Background: an optimization exercise with open tools, aiming at small area, a short achievable clock period and few clock cycles per item. Do not read the settings as production practice. Only the layout flow was run in this run; the RTL was not checked for function there.

$ cat flow/config.mk
export PLATFORM = sky130hd
export DESIGN_NAME = aes_dp
export DESIGN_NICKNAME = aes_dp
export VERILOG_FILES = /design/flow/design.v
export SDC_FILE = /design/flow/constraint.sdc
export NUM_CORES = 8
export LEC_CHECK = 0
export CAP_MARGIN = 20
export CORE_MARGIN = 2
export CORE_UTILIZATION = 55
export CTS_CLUSTER_DIAMETER = 80
export CTS_CLUSTER_SIZE = 30
export PLACE_DENSITY = 0.6
export SLEW_MARGIN = 40
$ cat flow/constraint.sdc
create_clock -name core_clock -period 12.0 [get_ports {clk}]
set_input_delay 2.4000 -clock core_clock [delete_from_list [all_inputs] [get_ports {clk}]]
set_output_delay 2.4000 -clock core_clock [all_outputs]
set_load 0.01 [all_outputs]
$ cat flow/design.v
module aes_sb_mid (input wire [7:0] t, output wire [11:0] r);
  function automatic [1:0] m4(input [1:0] a, input [1:0] b);
    reg h; begin h = a[1] & b[1]; m4 = {((a[1] & b[0]) ^ (a[0] & b[1])) ^ h, (a[0] & b[0]) ^ h}; end
  endfunction
  function automatic [3:0] m16(input [3:0] a, input [3:0] b);
    reg [1:0] h, m, l; begin
      h = m4(a[3:2], b[3:2]); m = m4(a[3:2], b[1:0]) ^ m4(a[1:0], b[3:2]); l = m4(a[1:0], b[1:0]);
      m16 = {m ^ h, l ^ m4(h, 2'd3)};
    end
  endfunction
  function automatic [3:0] inv16(input [3:0] a);
    case (a)
      4'd0: inv16 = 4'd0;
      4'd1: inv16 = 4'd1;
      4'd2: inv16 = 4'd3;
      4'd3: inv16 = 4'd2;
      4'd4: inv16 = 4'd10;
      4'd5: inv16 = 4'd8;
      4'd6: inv16 = 4'd14;
      4'd7: inv16 = 4'd13;
      4'd8: inv16 = 4'd5;
      4'd9: inv16 = 4'd11;
      4'd10: inv16 = 4'd4;
      4'd11: inv16 = 4'd9;
      4'd12: inv16 = 4'd15;
      4'd13: inv16 = 4'd7;
      4'd14: inv16 = 4'd6;
      4'd15: inv16 = 4'd12;
    endcase
  endfunction
  function automatic [3:0] sqlam(input [3:0] a);
    case (a)
      4'd0: sqlam = 4'd0;
      4'd1: sqlam = 4'd8;
      4'd2: sqlam = 4'd4;
      4'd3: sqlam = 4'd12;
      4'd4: sqlam = 4'd13;
      4'd5: sqlam = 4'd5;
      4'd6: sqlam = 4'd9;
      4'd7: sqlam = 4'd1;
      4'd8: sqlam = 4'd11;
      4'd9: sqlam = 4'd3;
      4'd10: sqlam = 4'd15;
      4'd11: sqlam = 4'd7;
      4'd12: sqlam = 4'd6;
      4'd13: sqlam = 4'd14;
      4'd14: sqlam = 4'd2;
      4'd15: sqlam = 4'd10;
    endcase
  endfunction
  function automatic [3:0] sq(input [3:0] a);
    case (a)
      4'd0: sq = 4'd0;
      4'd1: sq = 4'd1;
      4'd2: sq = 4'd3;
      4'd3: sq = 4'd2;
      4'd4: sq = 4'd7;
      4'd5: sq = 4'd6;
      4'd6: sq = 4'd4;
      4'd7: sq = 4'd5;
      4'd8: sq = 4'd14;
      4'd9: sq = 4'd15;
      4'd10: sq = 4'd13;
      4'd11: sq = 4'd12;
      4'd12: sq = 4'd9;
      4'd13: sq = 4'd8;
      4'd14: sq = 4'd10;
      4'd15: sq = 4'd11;
    endcase
  endfunction
  wire [3:0] a1 = t[7:4], a0 = t[3:0];
  wire [3:0] d = sqlam(a1) ^ m16(a1, a0) ^ sq(a0);
  assign r = {a1, a0, inv16(d)};
endmodule
module aes_sb_mul (input wire [11:0] r, output wire [7:0] u);
  function automatic [1:0] m4(input [1:0] a, input [1:0] b);
    reg h; begin h = a[1] & b[1]; m4 = {((a[1] & b[0]) ^ (a[0] & b[1])) ^ h, (a[0] & b[0]) ^ h}; end
  endfunction
  function automatic [3:0] m16(input [3:0] a, input [3:0] b);
    reg [1:0] h, m, l; begin
      h = m4(a[3:2], b[3:2]); m = m4(a[3:2], b[1:0]) ^ m4(a[1:0], b[3:2]); l = m4(a[1:0], b[1:0]);
      m16 = {m ^ h, l ^ m4(h, 2'd3)};
    end
  endfunction
  assign u = {m16(r[11:8], r[3:0]), m16(r[11:8] ^ r[7:4], r[3:0])};
endmodule
module aes_sb_in (input wire [7:0] x, output wire [7:0] te, output wire [7:0] td);
  assign te[0] = x[0] ^ x[2] ^ x[5];
  assign te[1] = x[2] ^ x[4] ^ x[5] ^ x[6];
  assign te[2] = x[2] ^ x[3] ^ x[4] ^ x[5];
  assign te[3] = x[1] ^ x[2] ^ x[4];
  assign te[4] = x[1] ^ x[2] ^ x[3];
  assign te[5] = x[1] ^ x[4] ^ x[6] ^ x[7];
  assign te[6] = x[1] ^ x[2] ^ x[3] ^ x[4] ^ x[6] ^ x[7];
  assign te[7] = x[5] ^ x[7];
  assign td[0] = x[1] ^ x[5] ^ x[7];
  assign td[1] = ~(x[0] ^ x[2] ^ x[5] ^ x[6]);
  assign td[2] = ~(x[0] ^ x[3] ^ x[5] ^ x[6]);
  assign td[3] = ~(x[0] ^ x[4] ^ x[7]);
  assign td[4] = ~(x[1] ^ x[2] ^ x[3] ^ x[4] ^ x[5] ^ x[6] ^ x[7]);
  assign td[5] = x[3] ^ x[4] ^ x[5] ^ x[6];
  assign td[6] = ~(x[0] ^ x[1] ^ x[2] ^ x[3] ^ x[6] ^ x[7]);
  assign td[7] = x[1] ^ x[2] ^ x[6] ^ x[7];
endmodule
module aes_sb_ine (input wire [7:0] x, output wire [7:0] te);
  assign te[0] = x[0] ^ x[2] ^ x[5];
  assign te[1] = x[2] ^ x[4] ^ x[5] ^ x[6];
  assign te[2] = x[2] ^ x[3] ^ x[4] ^ x[5];
  assign te[3] = x[1] ^ x[2] ^ x[4];
  assign te[4] = x[1] ^ x[2] ^ x[3];
  assign te[5] = x[1] ^ x[4] ^ x[6] ^ x[7];
  assign te[6] = x[1] ^ x[2] ^ x[3] ^ x[4] ^ x[6] ^ x[7];
  assign te[7] = x[5] ^ x[7];
endmodule
module aes_sb_out (input wire [11:0] r, output wire [7:0] ye, output wire [7:0] yd);
  wire [7:0] u;
  aes_sb_mul u_mul (.r(r), .u(u));
  assign ye[0] = ~(u[0] ^ u[1] ^ u[7]);
  assign ye[1] = ~(u[0] ^ u[3] ^ u[4] ^ u[6]);
  assign ye[2] = u[0] ^ u[2] ^ u[6];
  assign ye[3] = u[0] ^ u[1] ^ u[6];
  assign ye[4] = u[0] ^ u[1] ^ u[2] ^ u[5] ^ u[7];
  assign ye[5] = ~(u[2] ^ u[4] ^ u[5] ^ u[6]);
  assign ye[6] = ~(u[4] ^ u[5] ^ u[7]);
  assign ye[7] = u[2] ^ u[3] ^ u[5];
  assign yd[0] = u[0] ^ u[2] ^ u[3] ^ u[4];
  assign yd[1] = u[4] ^ u[5] ^ u[6];
  assign yd[2] = u[1] ^ u[4] ^ u[6] ^ u[7];
  assign yd[3] = u[1] ^ u[4] ^ u[5] ^ u[7];
  assign yd[4] = u[1] ^ u[3] ^ u[5] ^ u[7];
  assign yd[5] = u[1] ^ u[2] ^ u[3] ^ u[6] ^ u[7];
  assign yd[6] = u[2] ^ u[4] ^ u[5] ^ u[7];
  assign yd[7] = u[1] ^ u[2] ^ u[3] ^ u[6];
endmodule
module aes_sb_oute (input wire [11:0] r, output wire [7:0] ye);
  wire [7:0] u;
  aes_sb_mul u_mul (.r(r), .u(u));
  assign ye[0] = ~(u[0] ^ u[1] ^ u[7]);
  assign ye[1] = ~(u[0] ^ u[3] ^ u[4] ^ u[6]);
  assign ye[2] = u[0] ^ u[2] ^ u[6];
  assign ye[3] = u[0] ^ u[1] ^ u[6];
  assign ye[4] = u[0] ^ u[1] ^ u[2] ^ u[5] ^ u[7];
  assign ye[5] = ~(u[2] ^ u[4] ^ u[5] ^ u[6]);
  assign ye[6] = ~(u[4] ^ u[5] ^ u[7]);
  assign ye[7] = u[2] ^ u[3] ^ u[5];
endmodule
module aes_dp (
  input  wire         clk,
  input  wire         rst,         
  input  wire         in_valid,
  output wire         in_ready,
  input  wire [1:0]   in_op,       
  input  wire         in_key256,   
  input  wire [255:0] in_key,
  input  wire [127:0] in_data,
  output reg          out_valid,
  output wire [127:0] out_data
);
  function automatic [7:0] xt(input [7:0] b);
    xt = {b[6:0], 1'b0} ^ (b[7] ? 8'h1b : 8'h00);
  endfunction
  function automatic [31:0] mix_col(input [31:0] c);
    reg [7:0] a0, a1, a2, a3;
    begin
      a0 = c[31:24]; a1 = c[23:16]; a2 = c[15:8]; a3 = c[7:0];
      mix_col[31:24] = xt(a0 ^ a1) ^ a1 ^ a2 ^ a3;
      mix_col[23:16] = xt(a1 ^ a2) ^ a2 ^ a3 ^ a0;
      mix_col[15:8]  = xt(a2 ^ a3) ^ a3 ^ a0 ^ a1;
      mix_col[7:0]   = xt(a3 ^ a0) ^ a0 ^ a1 ^ a2;
    end
  endfunction
  function automatic [31:0] pre_col(input [31:0] c);
    reg [7:0] a0, a1, a2, a3, u, v;
    begin
      a0 = c[31:24]; a1 = c[23:16]; a2 = c[15:8]; a3 = c[7:0];
      u = xt(xt(a0 ^ a2));
      v = xt(xt(a1 ^ a3));
      pre_col = {a0 ^ u, a1 ^ v, a2 ^ u, a3 ^ v};
    end
  endfunction
  function automatic [7:0] rcon_of(input [3:0] n);
    case (n)
      4'd1:  rcon_of = 8'h01;
      4'd2:  rcon_of = 8'h02;
      4'd3:  rcon_of = 8'h04;
      4'd4:  rcon_of = 8'h08;
      4'd5:  rcon_of = 8'h10;
      4'd6:  rcon_of = 8'h20;
      4'd7:  rcon_of = 8'h40;
      4'd8:  rcon_of = 8'h80;
      4'd9:  rcon_of = 8'h1b;
      4'd10: rcon_of = 8'h36;
      default: rcon_of = 8'h00;
    endcase
  endfunction
  function integer sr_src(input integer p);
    sr_src = (p % 4) + 4 * (((p / 4) + (p % 4)) % 4);
  endfunction
  function integer isr_src(input integer p);
    isr_src = (p % 4) + 4 * (((p / 4) - (p % 4) + 4) % 4);
  endfunction
  reg [127:0] ra, rout;      
  reg [191:0] rb;            
  reg [255:0] ks, kw;
  reg [47:0]  kmid;          
  reg         grp;           
  reg [4:0]   gcnt;          
  reg         gdec;          
  reg         g256;          
  reg         s1;            
  reg         pk, pk_dec, pk_ra;    
  reg         pk_ev;         
  reg         pr, pr_dec;    
  reg         to_rout;       
  reg [3:0]   khs;
  reg         ksf;
  reg         k256;
  reg [3:0]   gkh;
  reg         kw256;
  reg         kdir_ld;       
  reg         kx_load, ks_swap;
  reg         k1_go, k1_ks, k1_fwd, k1_cv;
  reg [9:0]   k1_p;          
  reg         k2_go, k2_fwd, k2_cv;
  reg [7:0]   k2_rcon;
  reg         k2_rot;
  reg         a_act, a_park, a_dec, a_first, a_last, a_kks, a_kkw;
  wire        k1_rot  = k1_p[9];
  wire        k1_tinx = k1_p[8];
  reg         b_dec, b_fin;
  reg         rdy;
  assign in_ready = rdy;
  assign out_data = rout;
  genvar g;
  wire [127:0] mc = {mix_col(ra[127:96]), mix_col(ra[95:64]), mix_col(ra[63:32]), mix_col(ra[31:0])};
  wire [127:0] ka = ({128{a_kks}} & ks[255:128]) | ({128{a_kkw}} & kw[255:128]);
  wire [127:0] xa = (a_first ? ra : mc) ^ ka;
  wire [127:0] te, td;
  wire [191:0] rb_d;
  generate
    for (g = 0; g < 16; g = g + 1) begin : g_sa
      aes_sb_in u_in (.x(xa[127-8*g -: 8]), .te(te[127-8*g -: 8]), .td(td[127-8*g -: 8]));
    end
    for (g = 0; g < 16; g = g + 1) begin : g_sm
      wire [7:0]  t_d = (a_park && (g % 4 != 0)) ? td[127-8*g -: 8] : td[127-8*isr_src(g) -: 8];
      wire [7:0]  t   = a_dec ? t_d : te[127-8*sr_src(g) -: 8];
      aes_sb_mid u_mid (.t(t), .r(rb_d[191-12*g -: 12]));
    end
  endgenerate
  wire [127:0] ye, yd;
  generate
    for (g = 0; g < 16; g = g + 1) begin : g_sb
      aes_sb_out u_out (.r(rb[191-12*g -: 12]), .ye(ye[127-8*g -: 8]), .yd(yd[127-8*g -: 8]));
    end
  endgenerate
  wire [127:0] kb = kw[127:0];
  wire [127:0] qd = yd ^ kb;
  wire [127:0] y  = b_dec ? yd : ye;
  wire [127:0] pq = {pre_col(qd[127:96]), pre_col(qd[95:64]), pre_col(qd[63:32]), pre_col(qd[31:0])};
  wire [127:0] v  = b_dec ? pq : ye;
  function automatic [9:0] kparm(input [3:0] khp_i, input fwd, input aes256);
    reg [4:0] kh, t;
    begin
      kh = {1'b0, khp_i} - 5'd1;
      t  = fwd ? kh + 5'd2 : (aes256 ? kh : kh - 5'd1);
      kparm = {!aes256 || !t[0], !fwd && !aes256,
               !aes256 ? rcon_of(t[3:0]) : (t[0] ? 8'h00 : rcon_of({1'b0, t[3:1]}))};
    end
  endfunction
  wire [127:0] k1_b    = k1_ks ? ks[127:0] : kw[127:0];
  wire [31:0]  k_tin   = k1_tinx ? (k1_b[31:0] ^ k1_b[63:32]) : k1_b[31:0];
  wire [47:0]  kmid_d;
  generate
    for (g = 0; g < 4; g = g + 1) begin : g_k1
      wire [7:0] kt;
      aes_sb_ine u_in (.x(k_tin[8*g +: 8]), .te(kt));
      aes_sb_mid u_mid (.t(kt), .r(kmid_d[12*g +: 12]));
    end
  endgenerate
  wire [31:0] k_sub;
  generate
    for (g = 0; g < 4; g = g + 1) begin : g_k2
      aes_sb_oute u_out (.r(kmid[12*g +: 12]), .ye(k_sub[8*g +: 8]));
    end
  endgenerate
  wire [31:0]  k_t    = (k2_rot ? {k_sub[23:0], k_sub[31:24]} : k_sub) ^ {k2_rcon, 24'h0};
  wire [127:0] kA = kw[255:128];
  wire [127:0] kB = kw[127:0];
  wire [127:0] k_base = k2_cv ? (k256 ? ks[255:128] : ks[127:0]) : (kw256 ? kA : kB);
  wire [31:0]  b0 = k_base[127:96], b1 = k_base[95:64], b2 = k_base[63:32], b3 = k_base[31:0];
  wire [127:0] k_n = k2_fwd ? {b0 ^ k_t, b0 ^ b1 ^ k_t, b0 ^ b1 ^ b2 ^ k_t, b0 ^ b1 ^ b2 ^ b3 ^ k_t}
                            : {b0 ^ k_t, b1 ^ b0, b2 ^ b1, b3 ^ b2};
  wire         k2_ks  = k2_go && k2_cv;     
  wire         k2_kw  = k2_go && !k2_cv;    
  wire       acc     = in_valid & rdy;
  wire       acc_key = acc & (in_op == 2'd2);
  wire       acc_blk = acc & ~in_op[1];
  wire       acc_dec = in_op[0];
  wire [4:0] last    = g256 ? 5'd28 : 5'd20;
  wire [3:0] nr_k    = k256 ? 4'd14 : 4'd10;
  wire [3:0] khs_s = ks_swap ? (ksf ? khs + 4'd1 : khs - 4'd1)
                   : (k2_ks ? (k2_fwd ? khs + 4'd1 : khs - 4'd1) : khs);
  wire       ksf_s = ks_swap ? !ksf : ksf;
  wire       ks_enc_s = ksf_s && (khs_s == 4'd1);
  wire       ks_dec_s = !ksf_s && (khs_s == nr_k + 4'd1);
  wire       ks_ok_e = ks_enc_s && !k1_cv;
  wire       ks_ok_d = ks_dec_s && !k1_cv;
  wire [3:0] gkh_s = kx_load ? (kdir_ld ? nr_k + 4'd1 : 4'd1)
                   : (k2_kw ? (k2_fwd ? gkh + 4'd1 : gkh - 4'd1) : gkh);
  reg        grp_n, gdec_n, g256_n, s1_n;
  reg [4:0]  gcnt_n, gcnt_c, last_n;
  reg        pk_n, pk_dec_n, pk_ra_n, pk_ev_n, pr_n, pr_dec_n, xin, xin_dec, xfer;
  reg        kx_load_n, ks_swap_n;
  reg        k1_go_n, k1_ks_n, k1_fwd_n, k1_cv_n;
  reg [9:0]  k1_p_n;
  reg        cv_want, cv_dec, cv_swap, cv_k1, cv_fwd, grp_k1;
  reg        a_act_n, a_park_n, a_dec_n, a_last_n;
  reg        rdy_n;
  reg        grp_c, s1_c, g_mid_n, x_join, x_start, p_start, start_n, start_dec;
  always @(*) begin
    cv_swap = 1'b0; cv_k1 = 1'b0; cv_fwd = 1'b1;
    cv_dec  = pk ? pk_dec : (pr && pr_dec);
    cv_want = !k1_cv && ((pk || pr) ? !(cv_dec ? ks_dec_s : ks_enc_s) : (!ksf_s && (khs_s == 4'd1)));
    if (!cv_dec) begin
      if (ksf_s) begin
        if (khs_s == 4'd0) cv_k1 = 1'b1;
        else cv_swap = 1'b1;
      end else if (khs_s > 4'd2) begin
        cv_k1 = 1'b1; cv_fwd = 1'b0;
      end else begin
        cv_swap = 1'b1;
      end
    end else begin
      if (ksf_s) begin
        if (khs_s == nr_k) cv_swap = 1'b1;
        else cv_k1 = 1'b1;
      end else begin
        cv_swap = 1'b1;
      end
    end
  end
  always @(*) begin
    grp_c   = grp && (gcnt != last);
    gcnt_c  = gcnt + 5'd1;
    s1_c    = (gcnt == 5'd0) ? (acc_blk && (acc_dec == gdec)) : s1;
    g_mid_n = grp_c && (gcnt_c != last);
    xfer    = pr && grp && (gcnt == last - 5'd1);
    xin     = (acc_blk && !to_rout) || xfer;
    xin_dec = xfer ? pr_dec : acc_dec;
    x_join  = acc_blk && !to_rout && grp && (gcnt == 5'd0) && (acc_dec == gdec);
    x_start = xin && !g_mid_n && (xin_dec ? ks_ok_d : ks_ok_e);
    p_start = pk && !pk_ra && !pk_ev && !g_mid_n && (pk_dec ? ks_ok_d : ks_ok_e);
    start_n = x_start || p_start;
    start_dec = xin ? xin_dec : pk_dec;
    pk_n = pk; pk_dec_n = pk_dec; pk_ra_n = !pk_ra; pk_ev_n = pk_ra ? pk_ev : !pk_ev;
    if (xin && !x_join && !x_start) begin
      pk_n = 1'b1; pk_dec_n = xin_dec; pk_ra_n = 1'b1; pk_ev_n = 1'b1;
    end else if (p_start) begin
      pk_n = 1'b0;
    end
    pr_n = (pr && !xfer) || (acc_blk && to_rout);
    pr_dec_n = pr ? pr_dec : acc_dec;
    if (start_n) begin
      grp_n = 1'b1; gcnt_n = 5'd0; gdec_n = start_dec; g256_n = k256; s1_n = 1'b0;
    end else begin
      grp_n = grp_c; gcnt_n = gcnt_c; gdec_n = gdec; g256_n = g256; s1_n = s1_c;
    end
    a_act_n = 1'b0; a_park_n = pk_n && pk_ra_n; a_dec_n = gdec || a_park_n; a_last_n = 1'b0;
    if (start_n) begin
      a_act_n = 1'b1; a_dec_n = start_dec;
    end else if (g_mid_n) begin
      if (!gcnt_c[0]) begin
        a_act_n = 1'b1; a_last_n = (gcnt_c == last - 5'd2);
      end else if (s1_c) begin
        a_act_n = 1'b1; a_last_n = (gcnt_c == last - 5'd1);
      end
    end
    grp_k1 = g_mid_n && (gdec ? (gcnt_c[0] && gcnt_c <= last - 5'd3)
                            : (!gcnt_c[0] && gcnt_c <= last - 5'd4));
    kx_load_n = start_n;
    ks_swap_n = 1'b0;
    k1_go_n = 1'b0; k1_ks_n = 1'b0; k1_fwd_n = 1'b1; k1_cv_n = 1'b0;
    k1_p_n  = kparm(gkh_s, !gdec, g256);
    if (start_n) begin
      k1_go_n = !start_dec; k1_ks_n = 1'b1;
      k1_p_n  = {1'b1, 1'b0, k256 ? 8'h01 : 8'h02};
    end else if (grp_k1) begin
      k1_go_n = 1'b1; k1_fwd_n = !gdec;
    end else if (cv_want && !acc_key) begin
      ks_swap_n = cv_swap;
      k1_go_n = cv_k1; k1_ks_n = 1'b1; k1_fwd_n = cv_fwd; k1_cv_n = cv_k1;
      k1_p_n  = kparm(khs_s, cv_fwd, k256);
    end
    last_n = g256_n ? 5'd28 : 5'd20;
    rdy_n  = !pk_n && !pr_n;
  end
  wire         ka_ks  = !g_mid_n;
  wire         ka_0   = gdec && (gcnt_c != 5'd1);
  always @(posedge clk) begin
    rb   <= rb_d;
    ra   <= (rdy && !to_rout) ? in_data : (xfer ? rout : v);
    if (rdy && to_rout)  rout <= in_data;
    else if (!pr || xfer) rout <= y ^ kb;
    kmid <= kmid_d;
    if (kx_load)    kw <= ks;
    else if (k2_kw) kw <= {kB, k_n};
    if (acc_key)      ks <= in_key;
    else if (ks_swap) ks <= {ks[127:0], ks[255:128]};
    else if (k2_ks)   ks <= {ks[127:0], k_n};
    k2_rcon <= k1_p[7:0];
    k2_rot  <= k1_rot;
    k2_fwd  <= k1_fwd;
    if (rst) begin
      grp <= 1'b0; gcnt <= 5'd0; gdec <= 1'b0; g256 <= 1'b0; s1 <= 1'b0;
      pk <= 1'b0; pk_dec <= 1'b0; pk_ra <= 1'b0; pk_ev <= 1'b0;
      pr <= 1'b0; pr_dec <= 1'b0; to_rout <= 1'b0;
      khs <= 4'd1; ksf <= 1'b1; k256 <= 1'b0; kdir_ld <= 1'b0;
      gkh <= 4'd0; kw256 <= 1'b0;
      kx_load <= 1'b0; ks_swap <= 1'b0;
      k1_go <= 1'b0; k1_ks <= 1'b0; k1_fwd <= 1'b0; k1_cv <= 1'b0; k1_p <= 10'd0;
      k2_go <= 1'b0; k2_cv <= 1'b0;
      a_act <= 1'b0; a_park <= 1'b0; a_dec <= 1'b0; a_first <= 1'b0; a_last <= 1'b0;
      a_kks <= 1'b0; a_kkw <= 1'b0;
      b_dec <= 1'b0; b_fin <= 1'b0;
      rdy <= 1'b1;
      out_valid <= 1'b0;
    end else begin
      grp <= grp_n; gcnt <= gcnt_n; gdec <= gdec_n; g256 <= g256_n; s1 <= s1_n;
      pk <= pk_n; pk_dec <= pk_dec_n; pk_ra <= pk_ra_n; pk_ev <= pk_ev_n;
      pr <= pr_n; pr_dec <= pr_dec_n;
      to_rout <= grp_n && (gcnt_n != 5'd0) && (gcnt_n < last_n - 5'd1);
      if (acc_key) begin
        khs <= 4'd1; ksf <= in_key256; k256 <= in_key256;
      end else begin
        khs <= khs_s; ksf <= ksf_s;
      end
      kdir_ld <= start_dec;
      gkh <= gkh_s;
      if (kx_load) kw256 <= k256;
      kx_load <= kx_load_n; ks_swap <= ks_swap_n;
      k1_go <= k1_go_n; k1_ks <= k1_ks_n; k1_fwd <= k1_fwd_n; k1_cv <= k1_cv_n && !acc_key;
      k1_p <= k1_p_n;
      k2_go <= k1_go && !(k1_cv && acc_key); k2_cv <= k1_cv;
      a_act <= a_act_n; a_park <= a_park_n; a_dec <= a_dec_n;
      a_first <= !g_mid_n || (gcnt_c == 5'd1) || a_park_n; a_last <= a_last_n;
      a_kks <= !a_park_n && ka_ks;
      a_kkw <= !a_park_n && !ka_ks && !ka_0;
      b_dec <= a_dec && !a_park; b_fin <= a_act && a_last;
      rdy <= rdy_n;
      out_valid <= b_fin;
    end
  end
endmodule
$ cat flow/flow/run.sh
#!/bin/bash
# The standard layout (the standard.sh: standard synthesis, floorplan,
# placement, CTS, routing) with two changes to how it is made:
# - repair_timing is asked to keep a larger setup margin, so that it sizes
#   and buffers the longest paths further;
# - the buffer that every input and output port gets is a buf_1 rather than
#   the cell buffer_ports picks by default (a delay buffer).
set -euo pipefail
bash standard.sh SETUP_SLACK_MARGIN=7.4 "BUFFER_PORTS_ARGS=-buffer_cell sky130_fd_sc_hd__buf_1" finish > standard.log 2>&1
$ cat flow/standard.sh
#!/bin/bash
# synth_recipe.tcl (not shown) runs the flow's synth.tcl, then flattens the netlist and writes it again
# the make line also repeats each setting of config.mk as NAME=value (left out here)
make -C /OpenROAD-flow-scripts/flow DESIGN_CONFIG=/design/flow/config.mk WORK_HOME=/design/flow/orfs CLKGATE_MAP_FILE= SYNTH_SCRIPT=/design/flow/synth_recipe.tcl "${@:-finish}"
==> summary.txt <==
[path summary, 6_finish.rpt]
check | to | depth (start not counted) | slack [ps]
setup / recovery | rb[168] | 13 | 7350
hold reg to reg | k2_fwd | 0 | 320
hold / removal | k2_fwd | 0 | 320
setup reg to reg | rb[168] | 13 | 7350
[routing by layer]
layer	wire length (µm)	global-route usage, %	share of wire, %	vias up
met5	105	0	0.027	-
met3	45530	8.121	12	829
met4	27810	23.95	7.1	10
met1	152500	56.81	39	41790
li1	-	-	-	38500
met2	165800	60.38	42	4826
[per-stage QoR]
stage / std cells / worst slack (ps) / instance area, µm² / hold WS (ps)
after floorplan: 11060 / 7477 / 97670 / 309.6
after global placement: 13370 / 6004 / 101000 / 310.3
after detailed placement: 13400 / 6058 / 101600 / 312.1
after CTS: 13630 / 7265 / 107900 / 321.1
after global routing: 13810 / 7266 / 111800 / 336.4
final: 13810 / 7353 / 111800 / 318.8
[sequential cells by signal (all words and copies together), names as in the netlist, 4 cells and up]
signal	count
rb	192
k2_rcon	8
k1_p	10
gcnt	5
khs	4
kmid	48
gkh	4
ra	128
kw	256
ks	256
rout	128
[layout make-up]
type,instances,area (µm²)
well taps,2340,2928
clock inverters,70,982.2
fillers,15060,64500
multi-input cells,9145,71080
clock buffers,97,2300
diodes,8,20.02
repair buffers,904,5708
flip-flops and latches,1075,28120
inverters,174,660.6
[timing repair]
action                     in CTS  in global routing
pin swaps                      36                 90
setup buffers                  57                166
cloned                          6                  6
gates resized for setup       365                402
setup endpoints to repair     142                246
[layout by cell type (no fill, tap or decap), types with 92 or more instances in the layout]
| master | netlist | routed |
|---|---|---|
| clkbuf_16 | 0 | 97 |
| inv_1 | 149 | 148 |
| dfxtp_2 | 0 | 92 |
| a211oi_1 | 191 | 191 |
| mux2i_1 | 382 | 341 |
| mux2_2 | 263 | 263 |
| o211ai_1 | 94 | 94 |
| xnor3_1 | 250 | 233 |
| nand2_1 | 1664 | 1660 |
| edfxtp_1 | 640 | 640 |
| a21oi_1 | 822 | 800 |
| dfxtp_1 | 435 | 322 |
| xor2_2 | 27 | 155 |
| a22oi_1 | 226 | 195 |
| buf_4 | 13 | 310 |
| xor2_1 | 938 | 774 |
| nor2_1 | 743 | 738 |
| buf_1 | 77 | 520 |
| nor3_1 | 112 | 110 |
| xnor2_1 | 1626 | 1430 |
| o21ai_0 | 653 | 625 |
| nor2b_1 | 209 | 208 |
| xnor2_2 | 47 | 209 |
[logic make-up (layout without fill, tap and decap cells)]
logic type | Yosys count | count (layout) | synth area share (%)
simple gates | 3086 | 3087 | 13.50
flops | 1075 | 1075 | 28.60
fa+ha+maj | 64 | 64 | 0.8265
other cells | 0 | 8 | 0
mux | 661 | 661 | 7.269
buf+inv | 845 | 1245 | 3.376
xor+xnor | 2956 | 2956 | 31.67
compound gates | 2377 | 2377 | 14.75
==> impl_metrics.tcl <==
set metrics [dict create \
    worst_pin_slew_ps 985.8 \
    synth_top_area_share_pct 19.68 \
    synth_area_leader_cell "edfxtp_1" \
    grt_start_max_net_pins 191 \
    grt_pass1_vias 77950 \
    tns_ps 0 \
    setup.worst_path.end_class "flip-flop" \
    clockBufferDepth 3 \
    critPathMaxFanout 23 \
    cts_tree "done" \
    layout.nets 11840 \
    antenna_found_initial 29 \
    holdCritStartpoint "k1_fwd" \
    yosysMostFrequentCell "nand2_1" \
    setup_viol 0 \
    post-route-drc-count 0 \
    min_path_type "reg -> reg" \
    period_share_pct 38.72 \
    via_count 85950 \
    clock_latency_ps 810 \
    postSynthCellCount 11060 \
    avgSynthCellArea_um2 8.826 \
    post-dp-hpwl_um 297100 \
    rsz0062_at_grt "true" \
    status "timing/DRC/antenna clean" \
    min_period_ps 4647 \
    cp_slowest_cell "a22oi_2" \
    slew_violations 0 \
    cpLargestDelayFamily "compound AO/OA/AOI/OAI gates" \
    io_pins 520 \
    fmax_mhz 215.2 \
    synthFlopType "edfxtp_1" \
    core_mm2 0.1763 \
    path_class "reg -> reg" \
    drive_gt1_share_pct 14.28 \
    die_w_um 425.4 \
    synth_cell_types 115 \
    cp_slowest_stage_delay_ps 710 \
    seq_area_frac_synth_pct 28.60 \
    startpoint "a_kks" \
    synth-edff-count 640 \
    htreeDepth 3 \
    vias_per_cell 6.223 \
    drv_cap 0 \
    wirelength_um 391800 \
    grtUsageTotal_pct 41.32 \
    wl_per_cell_um 28.36 \
    cts-root-buf "clkbuf_16" \
    path_clk_slew_ps 100 \
    gp_congestion 1.038 \
    synth_nets 11520 \
    grt_pass1_wl_um 545600 \
    ys_seq_elements 1075 \
    ant_nets 0 \
    dr.pass1.iters 6 \
    yosysWarningCount 3 \
    cp.arrival_ps 5310 \
    syn_area_mm2 0.09765 \
    path_cells "bufbuf_16 > a22oi_2 > xor2_4 > xor2_2 > nor3_1 > or4_1 > o21a_1 > o221ai_1 > o211ai_1 > or3_1 > and4_1 > o21ai_1 > nand3b_1" \
    gr-total-overflow 0 \
    finalClockSkew_ps 73.30 \
    crit_required_ps 12660 \
    reg2reg_from "a_kks" \
    numPortBuffers 519 \
    synth_commonest_cells "nand2_1 (1664), xnor2_1 (1626), xor2_1 (938)" \
    initial_core_util_pct 55.39 \
    die_h_um 425.4 \
    slew_headroom_pct 33.81 \
    drtIter0Drc 11800 \
    synth.area.top_cells "edfxtp_1 (20%), xnor2_1 (15%), dfxtp_1 (8.9%)" \
    syn_to_final_growth_pct 14.49 \
    critical_path_buf_inv_count 1 \
    numClockSinks 1075 \
    hold_viol_final 0 \
    num_rows 154 \
    postLayoutCoreUtil_pct 63.41 \
    design.die.area_mm2 0.1809 \
    startpoint_type "flip-flop" \
    hold_buffers 0 \
    async_flop_share_pct 0 \
    cts-buffers-inserted 89 \
]

## what the ideal ports hide
The flow's constraints put no driver on any port. The routed layout listed below was extracted and timed again, unchanged, in two steps.
Step 1 assumes that a clkbuf_16 drives the clock port and a buf_2 every other input.
Step 2 adds t to the input delays and takes it off the output delays; t is the mean of the earliest and latest rising clock arrival at the registers after step 1. Input paths then give back, and output paths get back, about the clock's delay inside the block.
Three values: ideal ports, drivers, drivers and shift; two values: the first two.
t (ns): 0.861
setup slack, ns: 7.353 / 7.353 / 6.679
worst hold slack (ns): 0.319 / 0.319 / 0.319
After both steps this run still meets setup and hold. For this run, drivers alone change the setup slack by 0.000 ns; drivers and shift together by -0.674 ns.
